What follows belongs to an exercise in optimizing a design on an open flow for small area, a short achievable clock period and few clock cycles per item; a production flow would make more cautious choices.
In this exercise RTL edits were held to simulation tests only and were not proved equivalent to the original.
Power and IR drop assume default switching activity.

rev 12:
Design photre_enc, start of the top module:
module photre_enc (
    input  wire        clk,
    input  wire        rst,           
    input  wire        start,
    output wire        ready,         
    input  wire [6:0]  cfg_width,     
    input  wire [4:0]  cfg_rows,      
    input  wire [1:0]  cfg_depth,     
    input  wire [4:0]  cfg_q,         
    input  wire        cfg_mono,      
    input  wire        px_valid,
    output wire        px_ready,
    input  wire [15:0] px_data,
    output reg         out_valid,
    output reg  [31:0] out_data,
    output reg         out_last,
    output reg  [4:0]  out_k0,
    output reg  [15:0] out_nbits
);
==> flow/config.mk <==
export PLATFORM = sky130hd
export DESIGN_NAME = photre_enc
export DESIGN_NICKNAME = photre_enc
export VERILOG_FILES = /design/flow/design.v
export SDC_FILE = /design/flow/constraint.sdc
export NUM_CORES = 4
export LEC_CHECK = 0
export CAP_MARGIN = 5
export CORE_MARGIN = 2
export CORE_UTILIZATION = 40
export CTS_BUF_LIST = sky130_fd_sc_hd__clkbuf_16
export CTS_CLUSTER_DIAMETER = 80
export CTS_CLUSTER_SIZE = 30
export SLEW_MARGIN = 5
==> flow/constraint.sdc <==
create_clock -name core_clock -period 70.0 [get_ports {clk}]
set_input_delay 14.0000 -clock core_clock [delete_from_list [all_inputs] [get_ports {clk}]]
set_output_delay 14.0000 -clock core_clock [all_outputs]
set_load 0.01 [all_outputs]
standard.sh (not shown) runs the stock make flow with config.mk's settings and CLKGATE_MAP_FILE= SYNTH_SCRIPT=/design/flow/synth_recipe.tcl, a recipe that flattens the netlist after the stock synthesis.
==> flow/flow/run.sh <==
#!/bin/bash
# The standard layout (standard.sh), with plain buf_2 buffers on the ports
# in place of the delay buffers that buffer_ports picks by default.  The
# whole ORFS output goes to standard.log in the work folder.
set -euo pipefail
cd "$(dirname "$0")/.."
export BUFFER_PORTS_ARGS="-buffer_cell sky130_fd_sc_hd__buf_2"
bash standard.sh > standard.log 2>&1
Testbench counts of rev 12, summed over its fixed seeds: cycles 102,241, pixels 98,304.
What rev 13 does differently from rev 12 at the input level:
-- flow/design.v --
<<< rev 12, line 258
    endfunction
    wire [15:0] xs0 = it_fl[F_CF] ? first : (d0 & maxv);
    wire [20:0] ds0 = dsteps(5'd0, xs0, cQ, 15, 8);
    wire [15:0] rpQ = chC >> rw;
    wire [4:0]  rpR = chC[4:0] & rmask;
    wire [NB-1:0] c0s = p2 ? T2 : T1;
    wire [20:0]   ds1  = dsteps(y1, x1, cQ, 7, 0);
    wire [NB-1:0] b1s  = f1[F_NOB] ? fP : T1;
    wire [1:0]    ccb  = cmp17(c1, b1s);
    wire          cgeb = ccb[1] | ccb[0];
    wire          cleb = ~ccb[1];
    wire [15:0]   Qv = x2;
    wire [4:0]    Rv = y2;
    wire [NB-1:0] b2 = f2[F_NOB] ? fP : T2;
    wire [NB-1:0] a2 = p2 ? E2 : E1;
>>> rev 13, line 258
    endfunction
    wire [15:0] xs0 = it_fl[F_CF] ? first : (d0 & maxv);
    wire [20:0] ds0 = dsteps(5'd0, xs0, cQ, 15, 9);
    wire [15:0] rpQ = chC >> rw;
    wire [4:0]  rpR = chC[4:0] & rmask;
    wire [NB-1:0] c0s = p2 ? T2 : T1;
    wire [20:0]   ds1  = dsteps(y1, x1, cQ, 8, 2);
    wire [NB-1:0] b1s  = f1[F_NOB] ? fP : T1;
    wire [1:0]    ccb  = cmp17(c1, b1s);
    wire          cgeb = ccb[1] | ccb[0];
    wire          cleb = ~ccb[1];
    wire [20:0]   ds2 = dsteps(y2, x2, cQ, 1, 0);
    wire [15:0]   Qv = f2[F_RP] ? x2 : ds2[15:0];
    wire [4:0]    Rv = f2[F_RP] ? y2 : ds2[20:16];
    wire [NB-1:0] b2 = f2[F_NOB] ? fP : T2;
    wire [NB-1:0] a2 = p2 ? E2 : E1;
<<< rev 12, line 311
    wire [17:0]   qe   = {rneg, rneg | Qru[16], Qru[15:0]} - {2'b00, Qp};
    wire [16:0]   msym = {qe[15:0] ^ {16{qe[17]}}, qe[17]};
    wire signed [6:0] mr0 = $signed({1'b0, y2, 1'b0}) - 7'sd1;
    wire [4:0]  mRn = mr0[6] ? (cQ - 5'd1) : (mr0 >= $signed({2'b00, cQ})) ? (mr0[4:0] - cQ) : mr0[4:0];
    wire [16:0] mQn = mr0[6] ? ({x2, 1'b0} - 17'd1) : (mr0 >= $signed({2'b00, cQ})) ? ({x2, 1'b0} + 17'd1) : {x2, 1'b0};
    wire ben = ~pkst_r;
    reg        r4v, r5v;
>>> rev 13, line 312
    wire [17:0]   qe   = {rneg, rneg | Qru[16], Qru[15:0]} - {2'b00, Qp};
    wire [16:0]   msym = {qe[15:0] ^ {16{qe[17]}}, qe[17]};
    wire signed [6:0] mr0 = $signed({1'b0, Rv, 1'b0}) - 7'sd1;
    wire [4:0]  mRn = mr0[6] ? (cQ - 5'd1) : (mr0 >= $signed({2'b00, cQ})) ? (mr0[4:0] - cQ) : mr0[4:0];
    wire [16:0] mQn = mr0[6] ? ({Qv, 1'b0} - 17'd1) : (mr0 >= $signed({2'b00, cQ})) ? ({Qv, 1'b0} + 17'd1) : {Qv, 1'b0};
    wire ben = ~pkst_r;
    reg        r4v, r5v;
<<< rev 12, line 463
            cleb2 <= cleb;
            if (f2[F_CF]) begin
                fP <= pack({1'b0, x2}, y2, rw);
                mP <= pack(mQn, mRn, rw);
            end
>>> rev 13, line 464
            cleb2 <= cleb;
            if (f2[F_CF]) begin
                fP <= pack({1'b0, Qv}, Rv, rw);
                mP <= pack(mQn, mRn, rw);
            end
## What came out
- Re worst slack at placement: rev 12 was lower than rev 13.
- Sequential share of layout area of rev 12 is on par with rev 13.
- Relative to rev 12, count of clock-buffer cells in the layout has increased by 1 in rev 13.
- Final net count sits higher in rev 13 than in rev 12.
- Per the comparison of rev 13 with rev 12, area of all placed cells without fillers now sits at about the same level; cell depth of the worst flop-to-flop path now sits lower; proportion of power drawn by the clock network now sits higher.
- Rev 13 vs. rev 12: least setup slack across all paths after layout went up; proportion of cell area occupied by multi-input gates down 0.23 points; routed via count grew by 0.58%.
- Comparing rev 12 with rev 13, the die area came out essentially unchanged.
- After synthesis and placement, the instance count of rev 13 is above that of rev 12.
Testbench counts of rev 13, summed over its fixed seeds: cycles 102,241, pixels 98,304.

[static timing again, ports no longer ideal]
The flow's constraints put no driver on any port. The routed layouts listed below were extracted and timed again, unchanged, in two steps.
Step 1, drivers: a clkbuf_16 drives clk and a buf_2 each remaining input, both assumed.
Step 2, shift: input delay + t, output delay - t, t = (earliest + latest rising clock arrival at the registers) / 2. This alone moves slack from input paths to output paths.
Three values: ideal, step 1, step 2; two values: the first two.
| run | shift t [ns] | slack for setup (ns) | worst setup path after step 2 | worst slew at a driven data input, ns | cell pins on the clock port's net |
|---|---|---|---|---|---|
| rev 12 | 0.852 | 54.130 / 54.130 / 54.130 | register to register | 0.04 | 1 |
| rev 13 | 0.857 | 54.565 / 54.483 / 54.444 | input to register | 0.19 | 1 |
After both steps every run listed still meets setup and hold. For rev 13, which loses most, drivers alone change the setup slack by -0.082 ns; drivers and shift together by -0.121 ns.
